Background: an optimization exercise with open tools, aiming at small area and a short achievable clock period. Do not read the settings as production practice. Only the layout flow was run in this run; the RTL was not checked for function there. Power figures rest on the tool's default switching activity, not on a simulated workload.

File: flow/config.mk
export PLATFORM = sky130hd
export DESIGN_NAME = mem_ecc_codec
export DESIGN_NICKNAME = mem_ecc_codec
export VERILOG_FILES = /design/flow/design.v
export SDC_FILE = /design/flow/constraint.sdc
export NUM_CORES = 4
export LEC_CHECK = 0
export CAP_MARGIN = 20
export CORE_MARGIN = 2
export CORE_UTILIZATION = 40
export SETUP_SLACK_MARGIN = 3.5
export SLEW_MARGIN = 20
File: flow/flow/run.sh
#!/bin/bash
# Own flow: the standard synthesis, then the combinational logic replaced
# by the gate-level netlist of flow/netgen.py (same registers: names and cell
# type), checked equivalent to the standard synthesis by yosys; then the
# standard layout, with plain buffers on the ports instead of the delay cells
# buffer_ports picks by default. If the generated netlist fails a check, the
# standard synthesis's netlist is laid out instead.
set -euo pipefail
HERE=$(pwd)
R=$HERE/orfs/results/$FLOW_PLATFORM/mem_ecc_codec/base
LIB=$FLOW_HOME/platforms/$FLOW_PLATFORM/lib/sky130_fd_sc_hd__tt_025C_1v80.lib
bash standard.sh synth > make_synth.log 2>&1
cp $R/1_2_yosys.v $HERE/synth_standard.v
USE=synth_standard.v
# generator options (structure and drive strengths), if any
set -a; [ -f flow/netgen.env ] && . flow/netgen.env; set +a
if LIB=$LIB python3 flow/netgen.py $HERE/net_gen.v > netgen.log 2>&1; then
  yosys -p "read_liberty -lib $LIB; read_verilog net_gen.v; hierarchy -top $FLOW_TOP; opt_clean -purge; write_verilog -noattr -noexpr net_norm.v" > yosys_norm.log 2>&1
  timeout 900 yosys -p "read_liberty -ignore_miss_func $LIB; read_verilog synth_standard.v; rename $FLOW_TOP gold; read_verilog net_norm.v; rename $FLOW_TOP gate; flatten gold gate; opt_clean; equiv_make gold gate equiv; hierarchy -top equiv; equiv_simple; equiv_status -assert" > yosys_equiv.log 2>&1 \
    && python3 - <<'PY' > regcheck.log 2>&1 && USE=net_final.v
# give each flip-flop the instance name the standard synthesis gave the same
# register (the suffix after '$' depends on how yosys read its reset/enable),
# then require the same names and cell types
import re, sys
pat = re.compile(r'(sky130_fd_sc_hd__df\w+)\s+\\([^\s$]+)(\$\S*)?\s')
std = {m.group(2): (m.group(1), m.group(2) + (m.group(3) or '')) for m in pat.finditer(open('synth_standard.v').read())}
txt = open('net_norm.v').read()
def ren(m):
    base = m.group(2)
    if base not in std: sys.exit('no standard register ' + base)
    return m.group(1) + ' \\' + std[base][1] + ' '
txt2 = pat.sub(ren, txt)
open('net_final.v', 'w').write(txt2)
a = sorted(std.values())
b = sorted((m.group(1), m.group(2) + (m.group(3) or '')) for m in pat.finditer(txt2))
print(len(a), len(b))
sys.exit(0 if a == b and a else 1)
PY
fi
echo "laying out $USE" > netlist_choice.log
cp $HERE/$USE $R/1_2_yosys.v
rm -f $R/1_synth.odb $R/1_synth.sdc
bash standard.sh BUFFER_PORTS_ARGS="-buffer_cell sky130_fd_sc_hd__buf_1" finish > make_finish.log 2>&1
File: flow/design.v
module mem_ecc_codec (
    input  wire        clk,
    input  wire        rst_n,
    input  wire        in_valid,
    input  wire [1:0]  in_op,
    input  wire [63:0] in_data,
    input  wire [7:0]  in_check,
    output reg         out_valid,
    output wire [63:0] out_data,
    output wire [7:0]  out_check,
    output wire [1:0]  out_status,
    output wire [7:0]  out_syndrome,
    output wire [6:0]  out_pos
);
    localparam [511:0] HCOL = {
        8'h57,8'h4F,8'h3E,8'h3D,8'h3B,8'h37,8'h2F,8'h1F,8'hE0,8'hD0,8'hC8,8'hC4,8'hC2,8'hC1,8'hB0,8'hA8,
        8'hA4,8'hA2,8'hA1,8'h98,8'h94,8'h92,8'h91,8'h8C,8'h8A,8'h89,8'h86,8'h85,8'h83,8'h70,8'h68,8'h64,
        8'h62,8'h61,8'h58,8'h54,8'h52,8'h51,8'h4C,8'h4A,8'h49,8'h46,8'h45,8'h43,8'h38,8'h34,8'h32,8'h31,
        8'h2C,8'h2A,8'h29,8'h26,8'h25,8'h23,8'h1C,8'h1A,8'h19,8'h16,8'h15,8'h13,8'h0E,8'h0D,8'h0B,8'h07};
    function [3:0] mul_a;
        input [3:0] x;
        input [3:0] n;
        reg   [3:0] p;
        integer     i;
        begin
            p = x;
            for (i = 0; i < 15; i = i + 1)
                if (i < n) p = {p[2:0], 1'b0} ^ (p[3] ? 4'h3 : 4'h0);
            mul_a = p;
        end
    endfunction
    wire dec = in_op[0];
    wire [7:0] hd;
    wire [3:0] sd0, sd1;
    wire xg0 = in_data[22] ^ in_data[28];
    wire xg1 = in_data[7] ^ in_data[19];
    wire xg2 = in_data[25] ^ xg0;
    wire xg3 = in_data[10] ^ in_data[14];
    wire xg4 = in_data[3] ^ in_data[15];
    wire xg5 = in_data[56] ^ in_data[60];
    wire xg6 = in_data[4] ^ in_data[20];
    wire xg7 = in_data[13] ^ in_data[16];
    wire xg8 = in_data[5] ^ in_data[21];
    wire xg9 = in_data[59] ^ in_data[61];
    wire xg10 = in_data[6] ^ in_data[18];
    wire xg11 = in_data[62] ^ in_data[63];
    wire xg12 = in_data[23] ^ in_data[26];
    wire xg13 = in_data[8] ^ in_data[24];
    wire xg14 = in_data[27] ^ in_data[31];
    wire xg15 = in_data[57] ^ in_data[58];
    wire xg16 = in_data[11] ^ in_data[17];
    wire xg17 = in_data[0] ^ in_data[12];
    wire xg18 = in_data[9] ^ in_data[29];
    wire xg19 = in_data[2] ^ xg8;
    wire xg20 = in_data[30] ^ xg7;
    wire xg21 = in_data[1] ^ xg6;
    wire xg22 = in_data[29] ^ xg12;
    wire xg23 = xg11 ^ xg15;
    wire xg24 = in_data[47] ^ in_data[52];
    wire xg25 = in_data[35] ^ in_data[46];
    wire xg26 = in_data[40] ^ in_data[44];
    wire xg27 = in_data[41] ^ in_data[43];
    wire xg28 = in_data[33] ^ in_data[34];
    wire xg29 = in_data[50] ^ in_data[55];
    wire xg30 = in_data[42] ^ in_data[49];
    wire xg31 = in_data[36] ^ in_data[38];
    wire xg32 = in_data[51] ^ in_data[53];
    wire xg33 = in_data[39] ^ in_data[48];
    wire xg34 = in_data[21] ^ in_data[30];
    wire xg35 = in_data[15] ^ in_data[18];
    wire xg36 = in_data[16] ^ in_data[28];
    wire xg37 = in_data[1] ^ in_data[13];
    wire xg38 = in_data[0] ^ in_data[10];
    wire xg39 = in_data[12] ^ in_data[19];
    wire xg40 = xg26 ^ xg33;
    wire xg41 = in_data[14] ^ xg13;
    wire xg42 = in_data[37] ^ xg25;
    wire xg43 = xg16 ^ xg35;
    wire xg44 = xg1 ^ xg9;
    wire xg45 = in_data[11] ^ xg5;
    wire xg46 = in_data[25] ^ xg18;
    wire xg47 = xg29 ^ xg32;
    wire xg48 = in_data[26] ^ xg10;
    wire xg49 = in_data[24] ^ xg34;
    wire xg50 = in_data[32] ^ xg28;
    wire xg51 = in_data[23] ^ xg4;
    wire xg52 = xg3 ^ xg14;
    wire xg53 = in_data[54] ^ xg30;
    wire xg54 = in_data[9] ^ xg10;
    wire xg55 = xg13 ^ xg17;
    wire xg56 = in_data[45] ^ xg31;
    wire xg57 = xg2 ^ xg22;
    wire xg58 = xg20 ^ xg21;
    wire xg59 = xg2 ^ xg4;
    wire xg60 = xg23 ^ xg45;
    wire xg61 = xg27 ^ xg53;
    wire xg62 = xg5 ^ xg44;
    wire xg63 = xg37 ^ xg46;
    wire xg64 = in_data[31] ^ xg43;
    wire xg65 = xg54 ^ xg59;
    wire xg66 = xg19 ^ xg60;
    wire xg67 = in_data[7] ^ in_data[35];
    wire xg68 = in_data[41] ^ in_data[50];
    wire xg69 = in_data[59] ^ xg12;
    wire xg70 = xg38 ^ xg67;
    wire xg71 = xg68 ^ xg56;
    wire xg72 = xg69 ^ xg70;
    wire xg73 = xg58 ^ xg71;
    wire xg74 = xg72 ^ xg66;
    wire xg75 = xg73 ^ xg74;
    wire xg76 = in_data[3] ^ in_data[6];
    wire xg77 = in_data[17] ^ in_data[22];
    wire xg78 = in_data[39] ^ in_data[42];
    wire xg79 = in_data[51] ^ in_data[56];
    wire xg80 = xg9 ^ xg76;
    wire xg81 = xg77 ^ xg78;
    wire xg82 = xg79 ^ xg21;
    wire xg83 = xg23 ^ xg42;
    wire xg84 = xg52 ^ xg55;
    wire xg85 = xg80 ^ xg81;
    wire xg86 = xg82 ^ xg83;
    wire xg87 = xg84 ^ xg85;
    wire xg88 = xg86 ^ xg87;
    wire xg89 = in_data[32] ^ in_data[36];
    wire xg90 = in_data[37] ^ in_data[40];
    wire xg91 = in_data[43] ^ in_data[61];
    wire xg92 = xg17 ^ xg24;
    wire xg93 = xg89 ^ xg90;
    wire xg94 = xg91 ^ xg92;
    wire xg95 = xg93 ^ xg94;
    wire xg96 = xg65 ^ xg66;
    wire xg97 = xg95 ^ xg96;
    wire xg98 = in_data[2] ^ in_data[33];
    wire xg99 = in_data[38] ^ in_data[53];
    wire xg100 = in_data[57] ^ in_data[62];
    wire xg101 = xg98 ^ xg99;
    wire xg102 = xg100 ^ xg40;
    wire xg103 = xg41 ^ xg51;
    wire xg104 = xg101 ^ xg62;
    wire xg105 = xg63 ^ xg102;
    wire xg106 = xg103 ^ xg104;
    wire xg107 = xg105 ^ xg106;
    wire xg108 = in_data[4] ^ in_data[5];
    wire xg109 = in_data[8] ^ in_data[17];
    wire xg110 = in_data[27] ^ in_data[34];
    wire xg111 = in_data[44] ^ in_data[58];
    wire xg112 = in_data[63] ^ xg18;
    wire xg113 = xg36 ^ xg108;
    wire xg114 = xg109 ^ xg110;
    wire xg115 = xg111 ^ xg48;
    wire xg116 = xg112 ^ xg113;
    wire xg117 = xg114 ^ xg61;
    wire xg118 = xg62 ^ xg115;
    wire xg119 = xg116 ^ xg117;
    wire xg120 = xg118 ^ xg119;
    wire xg121 = in_data[45] ^ in_data[46];
    wire xg122 = in_data[47] ^ in_data[48];
    wire xg123 = in_data[49] ^ in_data[55];
    wire xg124 = in_data[60] ^ xg3;
    wire xg125 = xg9 ^ xg15;
    wire xg126 = xg39 ^ xg121;
    wire xg127 = xg122 ^ xg123;
    wire xg128 = xg20 ^ xg50;
    wire xg129 = xg124 ^ xg125;
    wire xg130 = xg126 ^ xg127;
    wire xg131 = xg64 ^ xg128;
    wire xg132 = xg129 ^ xg130;
    wire xg133 = xg131 ^ xg132;
    wire xg134 = in_data[20] ^ in_data[52];
    wire xg135 = in_data[54] ^ xg11;
    wire xg136 = xg14 ^ xg134;
    wire xg137 = xg47 ^ xg49;
    wire xg138 = xg50 ^ xg135;
    wire xg139 = xg136 ^ xg57;
    wire xg140 = xg137 ^ xg138;
    wire xg141 = xg139 ^ xg140;
    wire xg142 = xg24 ^ xg40;
    wire xg143 = xg42 ^ xg47;
    wire xg144 = xg56 ^ xg61;
    wire xg145 = xg142 ^ xg143;
    wire xg146 = xg144 ^ xg145;
    wire xg147 = xg6 ^ xg36;
    wire xg148 = xg55 ^ xg147;
    wire xg149 = in_data[17] ^ xg8;
    wire xg150 = xg149 ^ xg63;
    wire xg151 = in_data[2] ^ in_data[22];
    wire xg152 = in_data[30] ^ xg3;
    wire xg153 = xg151 ^ xg48;
    wire xg154 = xg152 ^ xg153;
    wire xg155 = in_data[11] ^ xg1;
    wire xg156 = xg14 ^ xg51;
    wire xg157 = xg155 ^ xg156;
    wire xg158 = in_data[31] ^ xg1;
    wire xg159 = xg7 ^ xg38;
    wire xg160 = xg158 ^ xg159;
    wire xg161 = xg57 ^ xg160;
    wire xg162 = xg1 ^ xg16;
    wire xg163 = xg2 ^ xg52;
    wire xg164 = xg162 ^ xg58;
    wire xg165 = xg163 ^ xg164;
    wire xg166 = in_data[20] ^ xg19;
    wire xg167 = xg22 ^ xg41;
    wire xg168 = xg64 ^ xg166;
    wire xg169 = xg167 ^ xg168;
    wire xg170 = in_data[27] ^ xg39;
    wire xg171 = xg49 ^ xg170;
    wire xg172 = xg171 ^ xg65;
    assign hd[0] = xg75;
    assign hd[1] = xg88;
    assign hd[2] = xg97;
    assign hd[3] = xg107;
    assign hd[4] = xg120;
    assign hd[5] = xg133;
    assign hd[6] = xg141;
    assign hd[7] = xg146;
    assign sd0[0] = xg148;
    assign sd0[1] = xg150;
    assign sd0[2] = xg154;
    assign sd0[3] = xg157;
    assign sd1[0] = xg161;
    assign sd1[1] = xg165;
    assign sd1[2] = xg169;
    assign sd1[3] = xg172;
    wire [7:0] hs = hd ^ in_check;
    wire [3:0] s0 = sd0 ^ in_check[3:0] ^ in_check[7:4];
    wire [3:0] s1 = sd1 ^ mul_a(in_check[3:0], 4'd8) ^ mul_a(in_check[7:4], 4'd9);
    wire [3:0] x9 = mul_a(sd1, 4'd3) ^ mul_a(sd0, 4'd11);
    wire [3:0] x8 = sd0 ^ x9;
    wire [7:0] t = in_op[1] ? hs : {s1, s0};
    reg        op1_q, dec_q, hdec_q, rdec_q;
    reg [63:0] d_q;
    reg [7:0]  c_q;
    reg [15:0] tp_q;      
    integer    p, w;
    always @(posedge clk) begin
        if (!rst_n) out_valid <= 1'b0;
        else        out_valid <= in_valid;
        op1_q  <= in_op[1];
        dec_q  <= in_op[0];
        hdec_q <= in_op[1] & in_op[0];
        rdec_q <= ~in_op[1] & in_op[0];
        d_q    <= in_data;
        c_q    <= (in_op[1] | dec) ? in_check : {x9, x8};
        for (p = 0; p < 4; p = p + 1)
            for (w = 0; w < 4; w = w + 1)
                tp_q[4*p + w] <= (t[2*p +: 2] == w[1:0]);
    end
    reg [15:0] lo, hi;
    reg [7:0]  t_q;       
    integer    v;
    always @* begin
        for (v = 0; v < 16; v = v + 1) begin
            lo[v] = tp_q[v % 4] & tp_q[4 + v / 4];
            hi[v] = tp_q[8 + v % 4] & tp_q[12 + v / 4];
        end
        for (p = 0; p < 4; p = p + 1) begin
            t_q[2*p]     = tp_q[4*p + 1] | tp_q[4*p + 3];
            t_q[2*p + 1] = tp_q[4*p + 2] | tp_q[4*p + 3];
        end
    end
    wire [63:0] hm;
    genvar g;
    generate for (g = 0; g < 64; g = g + 1) begin : g_hm
        assign hm[g] = lo[HCOL[8*g +: 4]] & hi[HCOL[8*g+4 +: 4]] & hdec_q;
    end endgenerate
    wire [7:0] hcf = {hi[8] & lo[0], hi[4] & lo[0], hi[2] & lo[0], hi[1] & lo[0],
                      lo[8] & hi[0], lo[4] & hi[0], lo[2] & hi[0], lo[1] & hi[0]} & {8{hdec_q}};
    wire [2:0] a0 = {lo[4] | lo[5] | lo[6] | lo[9] | lo[14], lo[2] | lo[3] | lo[7] | lo[11] | lo[13],
                     lo[1] | lo[8] | lo[10] | lo[12] | lo[15]};
    wire [2:0] a1 = {hi[4] | hi[5] | hi[6] | hi[9] | hi[14], hi[2] | hi[3] | hi[7] | hi[11] | hi[13],
                     hi[1] | hi[8] | hi[10] | hi[12] | hi[15]};
    wire [4:0] b0 = {lo[3] | lo[9] | lo[10], lo[5] | lo[8] | lo[13], lo[4] | lo[11] | lo[15],
                     lo[2] | lo[12] | lo[14], lo[1] | lo[6] | lo[7]};
    wire [4:0] b1 = {hi[3] | hi[9] | hi[10], hi[5] | hi[8] | hi[13], hi[4] | hi[11] | hi[15],
                     hi[2] | hi[12] | hi[14], hi[1] | hi[6] | hi[7]};
    reg  [2:0] jm3;
    reg  [4:0] jm5;
    reg  [9:0] re;
    integer    r, q, j;
    always @* begin
        for (r = 0; r < 3; r = r + 1) begin
            jm3[r] = 1'b0;
            for (q = 0; q < 3; q = q + 1) jm3[r] = jm3[r] | (a0[q] & a1[(q + r) % 3]);
        end
        for (r = 0; r < 5; r = r + 1) begin
            jm5[r] = 1'b0;
            for (q = 0; q < 5; q = q + 1) jm5[r] = jm5[r] | (b0[q] & b1[(q + r) % 5]);
        end
        for (j = 0; j < 10; j = j + 1) re[j] = rdec_q & jm3[j % 3] & jm5[j % 5];
    end
    wire [3:0] s0q = t_q[3:0];
    reg [31:0] rfl;
    integer    k, i;
    always @* begin
        for (k = 0; k < 8; k = k + 1) rfl[4*k +: 4] = s0q & {4{re[k]}};
    end
    wire [7:0] rcf = {s0q & {4{re[9]}}, s0q & {4{re[8]}}};
    reg [6:0] ps;
    always @* begin
        ps = 7'd0;
        for (k = 0; k < 64; k = k + 1) if (hm[k]) ps = ps | k[6:0];
        for (i = 0; i < 8; i = i + 1) if (hcf[i]) ps = ps | (7'd64 + i[6:0]);
        for (j = 0; j < 10; j = j + 1) if (re[j]) ps = ps | j[6:0];
    end
    wire anyhit = |hm | |hcf | |re;
    wire senc   = op1_q & ~dec_q;
    wire   nz               = ~(tp_q[0] & tp_q[4] & tp_q[8] & tp_q[12]);    
    assign out_data[31:0]  = d_q[31:0] ^ (hm[31:0] | rfl);
    assign out_data[63:32] = (d_q[63:32] ^ hm[63:32]) & {32{op1_q}};
    assign out_check       = c_q ^ (senc ? t_q : (hcf | rcf));
    assign out_status      = {dec_q & nz & ~anyhit, anyhit};
    assign out_syndrome    = t_q & {8{dec_q}};
    assign out_pos         = ps;
endmodule
File: flow/flow/netgen.py
#!/usr/bin/env python3
"""Generate the gate-level netlist of mem_ecc_codec (sky130hd cells) that the
version's own flow lays out in place of the standard synthesis's netlist.

The netlist implements the same register set (names and cell type) and the
same equations as rtl/mem_ecc_codec.v.  Regular parts (XOR trees, nibble
predecode, match lines, corrections, muxes) are built here gate by gate;
irregular small functions are mapped with yosys/abc (area script).

usage: netgen.py OUT.v      (verifies by simulation against a Python model)
"""
import os, re, sys, random, subprocess, tempfile, itertools
sys.path.insert(0, os.path.dirname(os.path.abspath(__file__)))
from paar import rows, paar, mula, HC

LIB = os.environ.get('LIB', '/OpenROAD-flow-scripts/flow/platforms/sky130hd/lib/sky130_fd_sc_hd__tt_025C_1v80.lib')
P = 'sky130_fd_sc_hd__'

# ---------------------------------------------------------------- liberty
def read_lib(path):
    funcs = {}
    cur = None; pin = None; direction = None
    for line in open(path):
        m = re.match(r'\s*cell \("?(\w+)"?\)', line)
        if m:
            cur = m.group(1); funcs[cur] = {}; continue
        m = re.match(r'\s*pin \("?(\w+)"?\)', line)
        if m:
            pin = m.group(1); continue
        m = re.match(r'\s*function : "([^"]*)"', line)
        if m and cur and pin:
            funcs[cur][pin] = m.group(1)
    return funcs
LIBF = read_lib(LIB)

def pyfunc(expr):
    e = expr.replace('!', '~')
    e = re.sub(r'~\s*(\w+)', r'(M^\1)', e)
    e = re.sub(r'~\s*\(', r'M^(', e)
    names = sorted(set(re.findall(r'[A-Za-z_]\w*', e)) - {'M'})
    code = 'lambda M,' + ','.join(names) + ': ' + e
    return names, eval(code)

# ---------------------------------------------------------------- netlist
class Net:
    def __init__(self):
        self.cells = []          # (type, instname, {pin: net})
        self.k = 0
        self.outs = {}           # output pin name per type
    def new(self):
        self.k += 1
        return f'_n{self.k}_'
    def g(self, typ, **pins):
        t = P + typ
        fo = LIBF[t]
        outp = [p for p in fo if p not in ('VPWR', 'VGND', 'VPB', 'VNB') and p not in pins]
        outp = [p for p in outp if p in ('X', 'Y', 'Q', 'SUM', 'COUT', 'Q_N')]
        assert len(outp) == 1, (typ, outp)
        o = self.new()
        self.k += 1
        self.cells.append((t, f'_c{self.k}_', dict(pins, **{outp[0]: o})))
        return o
    def inst(self, t, name, pins):
        self.cells.append((t, name, pins))

N = Net()
def XOR(a, b): return N.g('xor2_1', A=a, B=b)
def XNOR(a, b): return N.g('xnor2_1', A=a, B=b)
def INV(a): return N.g('inv_1', A=a)
def NAND2(a, b): return N.g('nand2_1', A=a, B=b)
def NOR2(a, b): return N.g('nor2_1', A=a, B=b)
def NOR3(a, b, c): return N.g('nor3_1', A=a, B=b, C=c)
def AND2(a, b): return N.g('and2_1', A=a, B=b)
def MUX2(a0, a1, s): return N.g('mux2_1', A0=a0, A1=a1, S=s)
def MUX2I(a0, a1, s): return N.g('mux2i_1', A0=a0, A1=a1, S=s)
def A21OI(a1, a2, b1): return N.g('a21oi_1', A1=a1, A2=a2, B1=b1)
def NOR2B(a, bn): return N.g('nor2b_1', A=a, B_N=bn)

# ---------------------------------------------------------------- abc blocks
ABC_SCRIPT = ('strash; dch -f; balance; rewrite; refactor; balance; rewrite; rewrite -z; balance; '
              'refactor -z; rewrite -z; balance; dch -f; balance; rewrite; refactor; balance; rewrite; '
              'rewrite -z; balance; refactor -z; rewrite -z; balance; dch -f; amap; mfs2; strash; dch -f; map -a; topo')
DONT_USE = ['probe_p_8', 'probec_p_8', 'lpflow_*', 'mux4_*', 'fa_*', 'ha_*', 'maj3_*', 'xor3_*', 'xnor3_*',
            'dlygate*', 'dlymetal*', 'clkdly*', 'buf_*', 'clkbuf_*', 'bufbuf*', 'bufinv*', 'clkinvlp*',
            'einv*', 'ebuf*', 'dl*', 'df*', 'sdf*', 'sed*', 'edf*', 'conb*', 'tap*', 'decap*', 'fill*', 'diode*',
            'macro*', 'o2111*', 'a2111*']

ABC_FAST = os.environ.get('ABC_FAST', 'strash; dch -f; map; topo')
def abc_block(name, src, ins, outs, script=None):
    if script is None:
        script = ABC_FAST if name in os.environ.get('FAST_BLOCKS', 'lines,rsloc,hhit,hpos').split(',') else ABC_SCRIPT
    """Map module `name` (Verilog src; scalar ports) with abc; ins/outs map port -> net."""
    d = tempfile.mkdtemp()
    vin = os.path.join(d, 'in.v'); vout = os.path.join(d, 'out.v'); sc = os.path.join(d, 'abc.script')
    open(vin, 'w').write(src); open(sc, 'w').write(script)
    du = ' '.join(f'-dont_use {P}{c}' for c in DONT_USE)
    cmd = (f'read_verilog {vin}; synth -flatten -top {name}; abc -liberty {LIB} {du} -script {sc}; '
           f'opt_clean -purge; write_verilog -noattr {vout}')
    r = subprocess.run(['yosys', '-q', '-p', cmd], capture_output=True, text=True)
    if r.returncode:
        print(r.stdout, r.stderr); raise SystemExit('yosys failed for ' + name)
    txt = open(vout).read()
    local = {}
    def net(x):
        x = x.strip()
        if x in ins: return ins[x]
        if x in outs: return outs[x]
        if x in ("1'h0", "1'b0"): raise SystemExit('constant in ' + name)
        if x not in local: local[x] = N.new()
        return local[x]
    for a, b in re.findall(r'assign\s+(\S+)\s*=\s*(\S+)\s*;', txt):
        # a = b : an output driven straight by an input or another net
        raise SystemExit(f'assign in block {name}: {a} = {b}')
    for typ, inst, body in re.findall(r'(sky130_fd_sc_hd__\w+)\s+(\S+)\s*\((.*?)\);', txt, re.S):
        pins = {p: net(n) for p, n in re.findall(r'\.(\w+)\(([^)]*)\)', body)}
        N.k += 1
        N.cells.append((typ, f'_c{N.k}_', pins))

# ---------------------------------------------------------------- ports
D = [f'in_data[{k}]' for k in range(64)]
C = [f'in_check[{i}]' for i in range(8)]
OP = ['in_op[0]', 'in_op[1]']

def emit_tree(R, innets, tries=None, inv=None, key_count_first=False):
    """XOR network for rows R (sets of input indices); inv[i]: output i inverted."""
    tries = tries or int(os.environ.get('TRIES', '60'))
    best = None
    for s in range(tries):
        g, o, d = paar(R, len(innets), 20, s)
        key = (max(d[x] for x in o), len(g))
        if key_count_first: key = key[::-1]
        if best is None or key < best[0]:
            best = (key, g, o)
    _, g, o = best
    inv = inv or [False] * len(o)
    nin = len(innets)
    uses = {}
    for a, b in g:
        uses[a] = uses.get(a, 0) + 1; uses[b] = uses.get(b, 0) + 1
    for x in o: uses[x] = uses.get(x, 0) + 1
    flip = set(x for x, iv in zip(o, inv) if iv and x >= nin and uses[x] == 1)
    nets = list(innets)
    for i, (a, b) in enumerate(g):
        nets.append(XNOR(nets[a], nets[b]) if nin + i in flip else XOR(nets[a], nets[b]))
    res = []
    for x, iv in zip(o, inv):
        res.append(nets[x] if (not iv or x in flip) else INV(nets[x]))
    return res

SC = int(os.environ.get('SC', '0'))   # the RS tree computes S1' = alpha^-SC * S1 (fewer terms)

def build():
    if os.environ.get('JOINT', '0') == '1':
        # one shared XOR network for all 24 linear outputs, check bits as leaves
        from joint import mk_rows
        R24 = mk_rows(SC)
        outs = emit_tree(R24, D + C, inv=[True] * 16 + [False] * 8)
        hs_n, s0_n, s1p_n = outs[0:8], outs[8:12], outs[12:16]
        x9, x8 = outs[16:20], outs[20:24]
    else:
        R = rows()
        Rd = [set(x for x in r if x < 64) for r in R]
        for b in range(4):
            sset = set()
            for j in range(8):
                for bb in range(4):
                    if mula(1 << bb, (j - SC) % 15) >> b & 1: sset.add(4 * j + bb)
            Rd[12 + b] = sset
        out16 = emit_tree(Rd, D, key_count_first=True)
        hd, sd0, sd1 = out16[0:8], out16[8:12], out16[12:16]
        hs_n = [XNOR(hd[i], C[i]) for i in range(8)]
        cc0 = [XOR(C[b], C[4 + b]) for b in range(4)]
        s0_n = [XNOR(sd0[b], cc0[b]) for b in range(4)]
        rc1 = []
        for b in range(4):
            sset = set()
            for bb in range(4):
                if mula(1 << bb, (8 - SC) % 15) >> b & 1: sset.add(bb)
                if mula(1 << bb, (9 - SC) % 15) >> b & 1: sset.add(4 + bb)
            rc1.append(sset)
        cc1 = emit_tree(rc1, C, key_count_first=True)
        s1p_n = [XNOR(sd1[b], cc1[b]) for b in range(4)]
        rx = []
        for b in range(4):
            sset = set()
            for bb in range(4):
                if mula(1 << bb, 11) >> b & 1: sset.add(bb)
                if mula(1 << bb, (3 + SC) % 15) >> b & 1: sset.add(4 + bb)
            rx.append(sset)
        for b in range(4):
            rx.append(set(rx[b]) ^ {b})
        x98 = emit_tree(rx[0:4] + rx[4:8], sd0 + sd1, key_count_first=True)
        x9, x8 = x98[0:4], x98[4:8]
    s1_n = []                                              # ~S1 = ~(alpha^SC * S1')
    for b in range(4):
        terms = [bb for bb in range(4) if mula(1 << bb, SC) >> b & 1]
        assert 1 <= len(terms) <= 2
        s1_n.append(s1p_n[terms[0]] if len(terms) == 1 else XNOR(s1p_n[terms[0]], s1p_n[terms[1]]))
    # flags and muxes
    op0, op1 = OP
    sel_c = N.g('or2_1', A=op0, B=op1)
    cD = [MUX2(x8[i] if i < 4 else x9[i - 4], C[i], sel_c) for i in range(8)]
    tv = [MUX2I(s0_n[i] if i < 4 else s1_n[i - 4], hs_n[i], op1) for i in range(8)]
    tvn = [INV(x) for x in tv]
    # pair lines: tp[4p + w] = (t[2p+1:2p] == w)
    nl = lambda b, v: tvn[b] if v else tv[b]     # complement of the literal t[b] == v
    tpD = [NOR2(nl(2 * p, w & 1), nl(2 * p + 1, w >> 1)) for p in range(4) for w in range(4)]
    slotD = D[32:48]
    upD = D[48:64]
    dD = D[0:32] + slotD + upD
    # registers
    Q = {}
    def reg(name, idx, d):
        nm = f'{name}[{idx}]' if idx is not None else name
        qn = '\\' + nm + ' '
        kind = '$_SDFF_PN0_' if name in ('out_valid', 'v_q') else '$_DFF_P_'
        isport = name.startswith('out_')
        q = nm if isport else qn
        N.inst(P + 'dfxtp_1', '\\' + nm + kind + ' ', {'CLK': 'clk', 'D': d, 'Q': q})
        return q
    dq = [reg('d_q', k, dD[k]) for k in range(64)]
    cq = [reg('c_q', i, cD[i]) for i in range(8)]
    tp = [reg('tp_q', i, tpD[i]) for i in range(16)]
    op1q = reg('op1_q', None, op1)
    decq = reg('dec_q', None, op0)
    hdecq = reg('hdec_q', None, AND2(op0, op1))
    rdecq = reg('rdec_q', None, NOR2B(op1, op0))
    reg('out_valid', None, AND2('rst_n', 'in_valid'))

    # ---------------- output side
    hdec_n = INV(hdecq)
    lo_n = [NAND2(tp[v & 3], tp[4 + (v >> 2)]) for v in range(16)]
    hi_n = [NAND2(tp[8 + (u & 3)], tp[12 + (u >> 2)]) for u in range(16)]
    # syndrome bits from the pairs
    tq = [N.g('or2_1', A=tp[4 * (b >> 1) + (1 if b & 1 == 0 else 2)], B=tp[4 * (b >> 1) + 3]) for b in range(8)]
    tn = [NOR2(tp[4 * (b >> 1) + (1 if b & 1 == 0 else 2)], tp[4 * (b >> 1) + 3]) for b in range(8)]
    hm = [NOR3(lo_n[HC[k] & 15], hi_n[HC[k] >> 4], hdec_n) for k in range(64)]
    hcf = [NOR3(lo_n[1 << i], hi_n[0], hdec_n) for i in range(4)] + [NOR3(lo_n[0], hi_n[1 << i], hdec_n) for i in range(4)]
    # RS residue lines from the predecoded nibbles: OR of the one-hot lines
    LG = {}
    x = 1
    for i in range(15): LG[x] = i; x = mula(x, 1)
    def or_of_neg(ns):
        if len(ns) <= 4: return N.g(f'nand{len(ns)}_1', **dict(zip('ABCD', ns)))
        assert len(ns) == 5
        return N.g('or2b_1', A=N.g('nand4_1', A=ns[0], B=ns[1], C=ns[2], D=ns[3]), B_N=ns[4])
    def res_lines(nl, mod):
        return [or_of_neg([nl[v] for v in range(1, 16) if LG[v] % mod == r]) for r in range(mod)]
    a0, a1 = res_lines(lo_n, 3), res_lines(hi_n, 3)
    b0, b1 = res_lines(lo_n, 5), res_lines(hi_n, 5)
    # RS locator: jm3 / jm5 = one-hot of j mod 3 / j mod 5 (from the residue
    # lines in d_q[47:32]); e[j] = rdec & jm3[j % 3] & jm5[j % 5]
    jm3_n = [N.g('a222oi_1', A1=a0[0], A2=a1[r % 3], B1=a0[1], B2=a1[(1 + r) % 3], C1=a0[2], C2=a1[(2 + r) % 3])
             for r in range(3)]
    jm5_n = []
    for r in range(5):
        x = N.g('a222oi_1', A1=b0[0], A2=b1[r % 5], B1=b0[1], B2=b1[(1 + r) % 5], C1=b0[2], C2=b1[(2 + r) % 5])
        y = N.g('a22oi_1', A1=b0[3], A2=b1[(3 + r) % 5], B1=b0[4], B2=b1[(4 + r) % 5])
        jm5_n.append(AND2(x, y))
    rdec_n = INV(rdecq)
    e = [NOR3(jm3_n[j % 3], jm5_n[j % 5], rdec_n) for j in range(10)]
    s0g = tq[0:4]
    # OR trees: positive inputs -> (positive, negative) output
    def split(xs, k):
        g = -(-len(xs) // k)
        q, r = divmod(len(xs), g)
        out, i = [], 0
        for j in range(g):
            m = q + (1 if j < r else 0)
            out.append(xs[i:i + m]); i += m
        return out
    def or_tree(xs, pos=True):
        xs = list(xs)
        neg = False            # polarity of the current list (True: each is the NOR of its group)
        while len(xs) > 1 or neg != (not pos):
            if len(xs) == 1:
                xs = [INV(xs[0])]; neg = not neg; continue
            if not neg:
                groups = split(xs, 3 if len(xs) > 4 else len(xs))
                xs = [g[0] if len(g) == 1 else N.g(f'nor{len(g)}_1', **dict(zip('ABCD', g))) for g in groups]
                # a group of one was not inverted: invert it to keep polarity uniform
                xs = [INV(x) if len(g) == 1 else x for x, g in zip(xs, groups)]
                neg = True
            else:
                groups = split(xs, 4)
                xs = [INV(g[0]) if len(g) == 1 else N.g(f'nand{len(g)}_1', **dict(zip('ABCD', g))) for g in groups]
                neg = False
        return xs[0]
    # status: st0 = any correction, st1 = decode & syndrome != 0 & no correction
    allhit = hm + hcf + e
    nz = N.g('nand4_1', A=tp[0], B=tp[4], C=tp[8], D=tp[12])
    # NOR/NAND levels down to two negative partials, then st0 = NAND, st1 = AND4
    xs = [N.g(f'nor{len(g)}_1', **dict(zip('ABCD', g))) for g in split(allhit, 4)]      # negative
    xs = [N.g(f'nand{len(g)}_1', **dict(zip('ABCD', g))) for g in split(xs, 4)]          # positive
    xs = [N.g(f'nor{len(g)}_1', **dict(zip('ABCD', g))) for g in split(xs, 3)]          # negative
    assert len(xs) == 2, len(xs)
    st0 = NAND2(xs[0], xs[1])
    st1 = N.g('and4_1', A=xs[0], B=xs[1], C=nz, D=decq)
    # position: OR of the match lines of the positions with the bit set
    pos = []
    for b in range(7):
        t = [hm[k] for k in range(64) if k >> b & 1]
        t += [hcf[i] for i in range(8) if (64 + i) >> b & 1]
        t += [e[j] for j in range(10) if j >> b & 1]
        pos.append(or_tree(t, pos=True))
    # data outputs
    op1n = INV(op1q)
    out = {}
    for k in range(64):
        if k < 32:
            f_n = A21OI(s0g[k % 4], e[k // 4], hm[k])
            out[f'out_data[{k}]'] = XNOR(dq[k], f_n)
        else:
            out[f'out_data[{k}]'] = NOR2(XNOR(dq[k], hm[k]), op1n)
    senc = NOR2B(decq, op1q)
    for i in range(8):
        f_n = A21OI(s0g[i % 4], e[8 + i // 4], hcf[i])
        m = MUX2I(f_n, tn[i], senc)        # senc ? t : f
        out[f'out_check[{i}]'] = XOR(cq[i], m)
    out['out_status[0]'] = st0
    out['out_status[1]'] = st1
    dec_n = INV(decq)
    for i in range(8):
        out[f'out_syndrome[{i}]'] = NOR2(tn[i], dec_n)
    for b in range(7):
        out[f'out_pos[{b}]'] = pos[b]
    return out

# ---------------------------------------------------------------- simulation
def simulate(out, inputs, M):
    """Bit-parallel simulation. inputs: net -> int. Returns net values."""
    val = dict(inputs)
    cells = list(N.cells)
    funcs = {}
    pending = cells
    # registers are cut: their Q must be in inputs
    for it in range(1000):
        nxt = []
        for typ, inst, pins in pending:
            if typ.endswith('dfxtp_1'):
                continue
            fo = LIBF[typ]
            outp = [p for p in pins if p in fo]
            ins_ = [p for p in pins if p not in fo]
            if not all(pins[p] in val for p in ins_):
                nxt.append((typ, inst, pins)); continue
            for op_ in outp:
                key = (typ, op_)
                if key not in funcs: funcs[key] = pyfunc(fo[op_])
                names, f = funcs[key]
                val[pins[op_]] = f(M, *[val[pins[n]] for n in names]) & M
        if not nxt: break
        if len(nxt) == len(pending): raise SystemExit('combinational loop or undriven net: %s' % (nxt[0],))
        pending = nxt
    return val

def model(op, Dv, Cv, regs=None):
    pass

def verify(out, nvec=4000):
    rnd = random.Random(1)
    M = (1 << nvec) - 1
    # --- input side: random op/data/check; compare register D pins with a reference
    def rb(): return rnd.getrandbits(nvec)
    inputs = {n: rb() for n in D + C + OP + ['in_valid', 'rst_n']}
    for typ, inst, pins in N.cells:
        if typ.endswith('dfxtp_1'): inputs[pins['Q']] = 0
    val = simulate(out, inputs, M)
    regD = {inst: pins['D'] for typ, inst, pins in N.cells if typ.endswith('dfxtp_1')}
    def bit(x, i): return (x >> i) & 1
    errs = 0
    LG = {}
    e = 1
    for i in range(15): LG[e] = i; e = mula(e, 1)
    for v in range(nvec):
        d = sum(bit(inputs[D[k]], v) << k for k in range(64))
        c = sum(bit(inputs[C[i]], v) << i for i in range(8))
        op = bit(inputs[OP[0]], v) | bit(inputs[OP[1]], v) << 1
        hd = 0
        for k in range(64):
            if d >> k & 1: hd ^= HC[k]
        A = B = 0
        for j in range(8):
            x = d >> 4 * j & 15; A ^= x; B ^= mula(x, j)
        hs = hd ^ c
        s0 = A ^ (c & 15) ^ (c >> 4)
        s1 = B ^ mula(c & 15, 8) ^ mula(c >> 4, 9)
        x9 = mula(B, 3) ^ mula(A, 11); x8 = A ^ x9
        def lg3(x): return 0 if x == 0 else 1 << (LG[x] % 3)
        def lg5(x): return 0 if x == 0 else 1 << (LG[x] % 5)
        lines = lg3(s0) | lg3(s1) << 3 | lg5(s0) << 6 | lg5(s1) << 11
        op1 = op >> 1; op0 = op & 1
        exp = {}
        dq = d
        for k in range(64): exp[f'\\d_q[{k}]$_DFF_P_ '] = dq >> k & 1
        cqv = c if (op1 or op0) else (x9 << 4 | x8)
        for i in range(8): exp[f'\\c_q[{i}]$_DFF_P_ '] = cqv >> i & 1
        tqv = hs if op1 else (s1 << 4 | s0)
        for p_ in range(4):
            for w in range(4): exp[f'\\tp_q[{4 * p_ + w}]$_DFF_P_ '] = int((tqv >> 2 * p_ & 3) == w)
        exp['\\op1_q$_DFF_P_ '] = op1; exp['\\dec_q$_DFF_P_ '] = op0
        exp['\\hdec_q$_DFF_P_ '] = op1 & op0; exp['\\rdec_q$_DFF_P_ '] = (1 - op1) & op0
        exp['\\out_valid$_SDFF_PN0_ '] = bit(inputs['rst_n'], v) & bit(inputs['in_valid'], v)
        for inst, n in regD.items():
            if inst not in exp: continue
            if bit(val[n], v) != exp[inst]:
                errs += 1
                if errs < 5: print('input side mismatch', inst, v)
    print('input side errors', errs)
    # --- output side: random register values (consistent flags), compare outputs
    qnets = {inst: pins['Q'] for typ, inst, pins in N.cells if typ.endswith('dfxtp_1')}
    inputs = {}
    opv = [rnd.randrange(4) for _ in range(nvec)]
    tv = [rnd.randrange(256) if rnd.random() < 0.5 else (HC[rnd.randrange(64)] ^ (0 if rnd.random() < 0.7 else 1 << rnd.randrange(8))) for _ in range(nvec)]
    # for RS ops make t/lines consistent with a syndrome
    dv = [rnd.getrandbits(64) for _ in range(nvec)]
    cv = [rnd.getrandbits(8) for _ in range(nvec)]
    for v in range(nvec):
        if not (opv[v] >> 1):
            s0 = tv[v] & 15; s1 = tv[v] >> 4
            def lg3(x): return 0 if x == 0 else 1 << (LG[x] % 3)
            def lg5(x): return 0 if x == 0 else 1 << (LG[x] % 5)
            lines = lg3(s0) | lg3(s1) << 3 | lg5(s0) << 6 | lg5(s1) << 11
            pass
    def pack(f):
        x = 0
        for v in range(nvec):
            if f(v): x |= 1 << v
        return x
    for inst, qn in qnets.items():
        m = re.match(r'\\(\w+)(?:\[(\d+)\])?\$', inst)
        nm, idx = m.group(1), m.group(2)
        idx = int(idx) if idx else None
        if nm == 'd_q': inputs[qn] = pack(lambda v: dv[v] >> idx & 1)
        elif nm == 'c_q': inputs[qn] = pack(lambda v: cv[v] >> idx & 1)
        elif nm == 'tp_q': inputs[qn] = pack(lambda v: int((tv[v] >> 2 * (idx >> 2) & 3) == (idx & 3)))
        elif nm == 'op1_q': inputs[qn] = pack(lambda v: opv[v] >> 1)
        elif nm == 'dec_q': inputs[qn] = pack(lambda v: opv[v] & 1)
        elif nm == 'hdec_q': inputs[qn] = pack(lambda v: opv[v] == 3)
        elif nm == 'rdec_q': inputs[qn] = pack(lambda v: opv[v] == 1)
        elif nm == 'out_valid': inputs[qn] = pack(lambda v: 1)
    for n in D + C + OP + ['in_valid', 'rst_n']: inputs[n] = 0
    val = simulate(out, inputs, M)
    for o_, n_ in out.items(): val[o_] = val[n_]
    errs = 0
    for v in range(nvec):
        op = opv[v]; t = tv[v]; d = dv[v]; c = cv[v]
        exp_data = d; exp_chk = c; st = 0; pos = 0; syn = 0
        if op == 0:
            exp_data = d & 0xFFFFFFFF; exp_chk = c
        elif op == 1:
            exp_data = d & 0xFFFFFFFF; syn = t
            s0 = t & 15; s1 = t >> 4
            if t == 0: st = 0
            elif s0 and s1:
                j = (LG[s1] - LG[s0]) % 15
                if j <= 9:
                    st = 1; pos = j
                    if j < 8: exp_data ^= s0 << 4 * j
                    else: exp_chk ^= s0 << 4 * (j - 8)
                else: st = 2
            else: st = 2
        elif op == 2:
            exp_chk = c ^ t
        else:
            syn = t
            if t == 0: st = 0
            else:
                st = 2
                for k in range(64):
                    if HC[k] == t: exp_data ^= 1 << k; st = 1; pos = k
                for i in range(8):
                    if t == 1 << i: exp_chk ^= t; st = 1; pos = 64 + i
        got_d = sum(bit(val[f'out_data[{k}]'], v) << k for k in range(64))
        got_c = sum(bit(val[f'out_check[{i}]'], v) << i for i in range(8))
        got_s = sum(bit(val[f'out_status[{i}]'], v) << i for i in range(2))
        got_y = sum(bit(val[f'out_syndrome[{i}]'], v) << i for i in range(8))
        got_p = sum(bit(val[f'out_pos[{i}]'], v) << i for i in range(7))
        if (got_d, got_c, got_s, got_y, got_p) != (exp_data, exp_chk, st, syn, pos):
            errs += 1
            if errs < 5: print('output mismatch op', op, hex(t), (hex(got_d), got_c, got_s, got_y, got_p), (hex(exp_data), exp_chk, st, syn, pos))
    print('output side errors', errs)
    return errs

def write(out, path):
    L = ['// Generated by netgen14.py: gate-level netlist of mem_ecc_codec (sky130hd).',
         'module mem_ecc_codec(clk, rst_n, in_valid, in_op, in_data, in_check, out_valid, out_data, out_check, out_status, out_syndrome, out_pos);',
         '  input clk; input rst_n; input in_valid; input [1:0] in_op; input [63:0] in_data; input [7:0] in_check;',
         '  output out_valid; output [63:0] out_data; output [7:0] out_check; output [1:0] out_status; output [7:0] out_syndrome; output [6:0] out_pos;']
    nets = set()
    for typ, inst, pins in N.cells:
        for p, n in pins.items():
            if not re.match(r'(in_|out_|clk|rst_n)', n): nets.add(n)
    # map output port nets: outputs are named nets; add assigns
    for n in sorted(nets): L.append(f'  wire {n};')
    for typ, inst, pins in N.cells:
        L.append(f'  {typ} {inst} (' + ', '.join(f'.{p}({n})' for p, n in pins.items()) + ');')
    for o, n in out.items():
        L.append(f'  assign {o} = {n};')

    L.append('endmodule')
    open(path, 'w').write('\n'.join(L) + '\n')

def upsize(out, fo_min):
    # drive strength 2 for cells whose output net has fo_min or more loads
    loads = {}
    for typ, inst, pins in N.cells:
        fo = LIBF[typ]
        for p, n in pins.items():
            if p not in fo: loads[n] = loads.get(n, 0) + 1
    for n in out.values(): loads[n] = loads.get(n, 0) + 1
    k = 0
    for i, (typ, inst, pins) in enumerate(N.cells):
        if typ.endswith('_1') and not typ.endswith('dfxtp_1'):
            fo = LIBF[typ]
            o = [n for p, n in pins.items() if p in fo][0]
            t2 = typ[:-2] + '_2'
            if loads.get(o, 0) >= fo_min and t2 in LIBF:
                N.cells[i] = (t2, inst, pins); k += 1
    print('upsized', k)

if __name__ == '__main__':
    out = build()
    if int(os.environ.get('FO_MIN', '0')) > 0:
        upsize(out, int(os.environ['FO_MIN']))
    area = 0.0
    cnt = {}
    for typ, inst, pins in N.cells:
        cnt[typ] = cnt.get(typ, 0) + 1
    import collections
    A = {}
    cur = None
    for line in open(LIB):
        m = re.match(r'\s*cell \("?(\w+)"?\)', line)
        if m: cur = m.group(1)
        m = re.match(r'\s*area\s*:\s*([0-9.]+)', line)
        if m and cur: A[cur] = float(m.group(1)); cur = None
    tot = sum(A[t] * n for t, n in cnt.items())
    print('cells', sum(cnt.values()), 'area', round(tot, 1))
    for t, n in sorted(cnt.items(), key=lambda x: -A[x[0]] * x[1])[:15]:
        print(f'  {t[len(P):]:12s} {n:4d} {A[t]*n:8.1f}')
    # unit-delay levels: inputs -> register D, register Q -> outputs
    drv = {}
    for typ, inst, pins in N.cells:
        if typ.endswith('dfxtp_1'): continue
        fo = LIBF[typ]
        for pn, n in pins.items():
            if pn in fo: drv[n] = (typ, pins)
    memo = {}
    def lev(n):
        if n in memo: return memo[n]
        if n not in drv: memo[n] = 0; return 0
        typ, pins = drv[n]
        fo = LIBF[typ]
        memo[n] = 1 + max(lev(x) for pn, x in pins.items() if pn not in fo)
        return memo[n]
    regd = [(inst, pins['D']) for typ, inst, pins in N.cells if typ.endswith('dfxtp_1')]
    worst = sorted(((lev(d), inst) for inst, d in regd), reverse=True)[:6]
    print('input side levels', worst)
    print('output side levels', sorted(((lev(n), o) for o, n in out.items()), reverse=True)[:8])
    errs = verify(out)
    write(out, sys.argv[1])
    sys.exit(1 if errs else 0)
File: flow/flow/joint.py
from paar import *
import sys
SC=2
def mk_rows(SC):
    R=[]
    for i in range(8):
        R.append(set([k for k in range(64) if HC[k]>>i&1]+[64+i]))
    for b in range(4):
        R.append(set([4*j+b for j in range(8)]+[64+b,68+b]))
    for b in range(4):
        s=set()
        for j in range(8):
            for bb in range(4):
                if mula(1<<bb,(j-SC)%15)>>b&1: s^={4*j+bb}
        for bb in range(4):
            if mula(1<<bb,(8-SC)%15)>>b&1: s^={64+bb}
            if mula(1<<bb,(9-SC)%15)>>b&1: s^={68+bb}
        R.append(s)
    # x9 = a^3 B + a^11 A ; x8 = A + x9 (data only)
    A=[set(4*j+b for j in range(8)) for b in range(4)]
    B=[]
    for b in range(4):
        s=set()
        for j in range(8):
            for bb in range(4):
                if mula(1<<bb,j)>>b&1: s^={4*j+bb}
        B.append(s)
    def mul(vec,n):
        res=[set() for _ in range(4)]
        for bb in range(4):
            y=mula(1<<bb,n)
            for b in range(4):
                if y>>b&1: res[b]^=vec[bb]
        return res
    x9=[a^b for a,b in zip(mul(B,3),mul(A,11))]
    x8=[a^b for a,b in zip(A,x9)]
    return R+x9+x8
if __name__=='__main__':
    for SC in [0,1,2,3]:
        R=mk_rows(SC)
        res=[]
        for seed in range(30):
            g,o,d=paar(R,72,20,seed)
            dep=[d[x] for x in o]
            res.append((len(g), max(dep[:8]), max(dep[8:12]), max(dep[12:16]), max(dep[16:24]), seed))
        res.sort()
        ok=[r for r in res if r[2]<=5 and r[3]<=5 and r[1]<=5]
        print(SC, res[0], ok[:2])
File: flow/constraint.sdc
create_clock -name core_clock -period 8.0 [get_ports {clk}]
set_input_delay 1.6000 -clock core_clock [delete_from_list [all_inputs] [get_ports {clk}]]
set_output_delay 1.6000 -clock core_clock [all_outputs]
set_load 0.01 [all_outputs]
File: flow/standard.sh
#!/bin/bash
# synth_recipe.tcl (not shown) runs the flow's synth.tcl, then flattens the netlist and writes it again
# the make line also repeats each setting of config.mk as NAME=value (left out here)
make -C /OpenROAD-flow-scripts/flow DESIGN_CONFIG=/design/flow/config.mk WORK_HOME=/design/flow/orfs CLKGATE_MAP_FILE= SYNTH_SCRIPT=/design/flow/synth_recipe.tcl "${@:-finish}"
File: flow/flow/paar.py
import random, itertools, sys, heapq
HC=[v for v in range(256) if bin(v).count('1')==3][:56]+[v for v in range(256) if bin(v).count('1')==5][:8]
def mula(x,n):
    for _ in range(n):
        x=((x<<1)&15)^(3 if x&8 else 0)
    return x
def rows():
    # inputs: d0..d63 (idx 0..63), cm0..cm7 (64..71)
    R=[]
    for i in range(8):
        R.append(set([k for k in range(64) if HC[k]>>i&1]+[64+i]))
    # s0 bit b
    for b in range(4):
        R.append(set([4*j+b for j in range(8)]+[64+b,68+b]))
    for b in range(4):
        s=set()
        for j in range(8):
            for bb in range(4):
                if mula(1<<bb,j)>>b&1: s.add(4*j+bb)
        for bb in range(4):
            if mula(1<<bb,8)>>b&1: s.add(64+bb)
            if mula(1<<bb,9)>>b&1: s.add(68+bb)
        R.append(s)
    return R
def paar(R, nin, maxd, seed):
    rnd=random.Random(seed)
    R=[set(r) for r in R]
    depth=[0]*nin
    gates=[]
    while True:
        cnt={}
        for r in R:
            l=sorted(r)
            for a,b in itertools.combinations(l,2):
                if max(depth[a],depth[b])+1<=maxd:
                    cnt[(a,b)]=cnt.get((a,b),0)+1
        if not cnt: break
        m=max(cnt.values())
        if m<2: break
        cands=[p for p,c in cnt.items() if c==m]
        # prefer shallow
        md=min(max(depth[a],depth[b]) for a,b in cands)
        cands=[p for p in cands if max(depth[p[0]],depth[p[1]])==md]
        a,b=rnd.choice(cands)
        n=len(depth); depth.append(max(depth[a],depth[b])+1); gates.append((a,b))
        for r in R:
            if a in r and b in r:
                r.discard(a); r.discard(b); r.add(n)
    # final trees
    outs=[]
    for r in R:
        h=[(depth[x],x) for x in r]; heapq.heapify(h)
        while len(h)>1:
            d1,a=heapq.heappop(h); d2,b=heapq.heappop(h)
            n=len(depth); depth.append(max(d1,d2)+1); gates.append((a,b)); heapq.heappush(h,(depth[n],n))
        outs.append(h[0][1])
    return gates, outs, depth
if __name__=='__main__':
    R=rows()
    for maxd in [4,5,6,7,20]:
        best=None
        for s in range(int(sys.argv[1]) if len(sys.argv)>1 else 20):
            g,o,d=paar(R,72,maxd,s)
            key=(len(g),max(d[x] for x in o))
            if best is None or key<best: best=key
        print(maxd,best)
    R8=rows()[:8]
    print('hsiao only', min(len(paar(R8,72,20,s)[0]) for s in range(10)))
    R8=rows()[8:]
    print('rs only', min(len(paar(R8,72,20,s)[0]) for s in range(10)))
==> out/metrics.yaml <==
coreArea_um2: 16500
grt_max_degree: 73
clockBufferDepth: 2
grt_pass1_wl_um: 40000
synth.cell_area_um2: 6750
cts_made_buffers: 9
dp.cells: 1220
die_w_um: 134
required_ps: 6400
cts.sinks: 93
setup_viol: 0
syn_avg_cell_area_um2: 8.14
stdcell_area_um2: 8560
antenna_found_initial: 0
io_pins: 167
drive_above_1_share: 0.105
hold_ws_ps: 1400
min_path_type: "input pin to flip-flop"
synth.net_count: 906
p_leak_nw: 3.46
cts_htree_levels: 3
grt_overflow: 0
die_height_um: 134
grt_pass1_vias: 6555
cp-start-kind: "flip-flop"
finalMaxSlewViolations: 0
status: "timing/DRC/antenna clean"
port_buffers: 166
min_period_ps: 4430
hold_buffers: 0
critPathKind: "flip-flop to output port"
wl_um: 27700
antenna_cells: 0
tightestPinTransition_ps: 1090
drt_iter0_markers: 675
drv_cap: 0
wl_per_cell_um: 22.0
max_slew_margin: 0.268
cts-root-buf: "clkbuf_16"
tns_ps: 0
hold_viol_final: 0
cp-endpoint: "out_status[1]"
period_share: 0.554
clock.fmax_mhz: 226
layout.nets: 1114
drc: 0
yosysWarnings: 1
cts_tree: "done"
arrival_ps: 2830
layout.cells.non_filler: 1262
critPathLaunch: "tp_q[14]"
vdd_drop_max_v: 0.000133
gp_congestion: 0.987
power_mw: 2.61
rows: 47
rsz0062_at_grt: "true"
fp.dieArea_um2: 17900
power_density_nw_per_um2: 305
grt_usage: 0.301
first_pass_iters: 5
start_util: 0.408
crit_fanout: 7
placed_cell_area_um2: 7680
area_growth_pct: 27.0
clk_pin_slew_ps: 80
postRouteAntennaNets: 0
syn_inst: 829
dpl.hpwl_um: 22500
end_kind: "output port"
via_count: 7010
vias_per_cell: 5.55
## where the power goes
| part | switching, mW | internal, mW | total, mW | leakage (nW) |
|---|---|---|---|---|
| clock | 0.210 | 0.246 | 0.456 | 0.145 |
| combinational | 0.924 | 0.533 | 1.46 | 2.52 |
| sequential | 0.135 | 0.562 | 0.697 | 0.791 |
## worst max-delay path, cell delays in order, from the launching register on
cell and delay, ps:
dfxtp_4 380, nand2_2 100, nand4_1 90, or2b_1 270, a222oi_1 340, buf_4 210
buf_4 120, nor3_2 90, nor3_2 170, nand3_1 110, nor3_2 250, and4_1 220
buf_2 130
## layer usage
layer / global-route usage / routed length (um) / up-vias
met5: 0 / 0 / -
met2: 0.503 / 13400 / 329
met1: 0.397 / 11500 / 3326
met3: 0.0503 / 1860 / 63
met4: 0.0993 / 973 / 0
li1: - / - / 3292
## repair_timing
action	4_1_cts	5_1_grt
pin swaps	3	22
setup buffers	3	23
endpoints found under the setup margin	41	42
gates resized for setup	18	89
## per-stage QoR
step | setup slack [ps] | util
final | 3570 | 0.518
after global routing | 3420 | 0.518
after CTS | 3390 | 0.488
after detailed placement | 3360 | 0.465
after global placement | 3360 | 0.465
after floorplan | 3910 | -
## state kept, by name, summed over array words and instances (netlist names)
register,count
c_q,8
tp_q,16
rdec_q,1
dec_q,1
out_valid,1
d_q,64
op1_q,1
hdec_q,1
## cells in the final DEF, fill, tap and decap left out, drive strengths merged, types with 5 or more instances in the layout
master	n
xor2	208
inv	19
nor4	22
mux2	8
nor2	74
a222oi	8
nor3	158
xnor2	80
nand4	23
dfxtp	93
nand3	22
nand2	33
mux2i	16
a22oi	5
or2	5
a21oi	40
or2b	6
buf	197
clkbuf	10
and2	7
## worst min path at each step
stage,start,endpoint,slack [ps],depth (start not counted)
final,in_data[3],d_q[3],1400,1
after global routing,in_op[0],dec_q,1410,1
after CTS,in_data[3],d_q[3],1400,1
after detailed placement,in_op[0],dec_q,1780,1
after global placement,in_op[0],dec_q,1770,1
after floorplan,in_data[0],d_q[0],1630,0
## cell type report
| type | count | area [um^2] |
|---|---|---|
| Inverter | 18 | 70.1 |
| Sequential cell | 93 | 1910 |
| Clock inverter | 6 | 71.3 |
| Timing Repair Buffer | 197 | 857 |
| Clock buffer | 10 | 229 |
| Tap cell | 220 | 275 |
| Fill cell | 1685 | 7960 |
| Multi-Input combinational cell | 718 | 5150 |

==> port drivers added, routing unchanged <==
In the flow no input, the clock included, has a driving cell. The finished layout below was timed again as built, in two steps.
Step 1: set_driving_cell puts a clkbuf_16 on clk and a buf_2 on each other input, an assumption about the parent block.
Step 2, shift: input delay + t, output delay - t, t = (earliest + latest rising clock arrival at the registers) / 2. This alone moves slack from input paths to output paths.
a / b / c = no drivers / after step 1 / after step 2; a / b = the first two.
t, ns: 0.403
slack for setup (ns): 3.568 / 3.523 / 3.539
hold WS [ns]: 1.403 / 1.380 / 1.783
worst register clock-pin slew, ns: 0.08 / 0.08
After both steps setup and hold are still met in this run. The setup slack of this run moves by -0.045 ns with the drivers and by -0.029 ns with both steps.
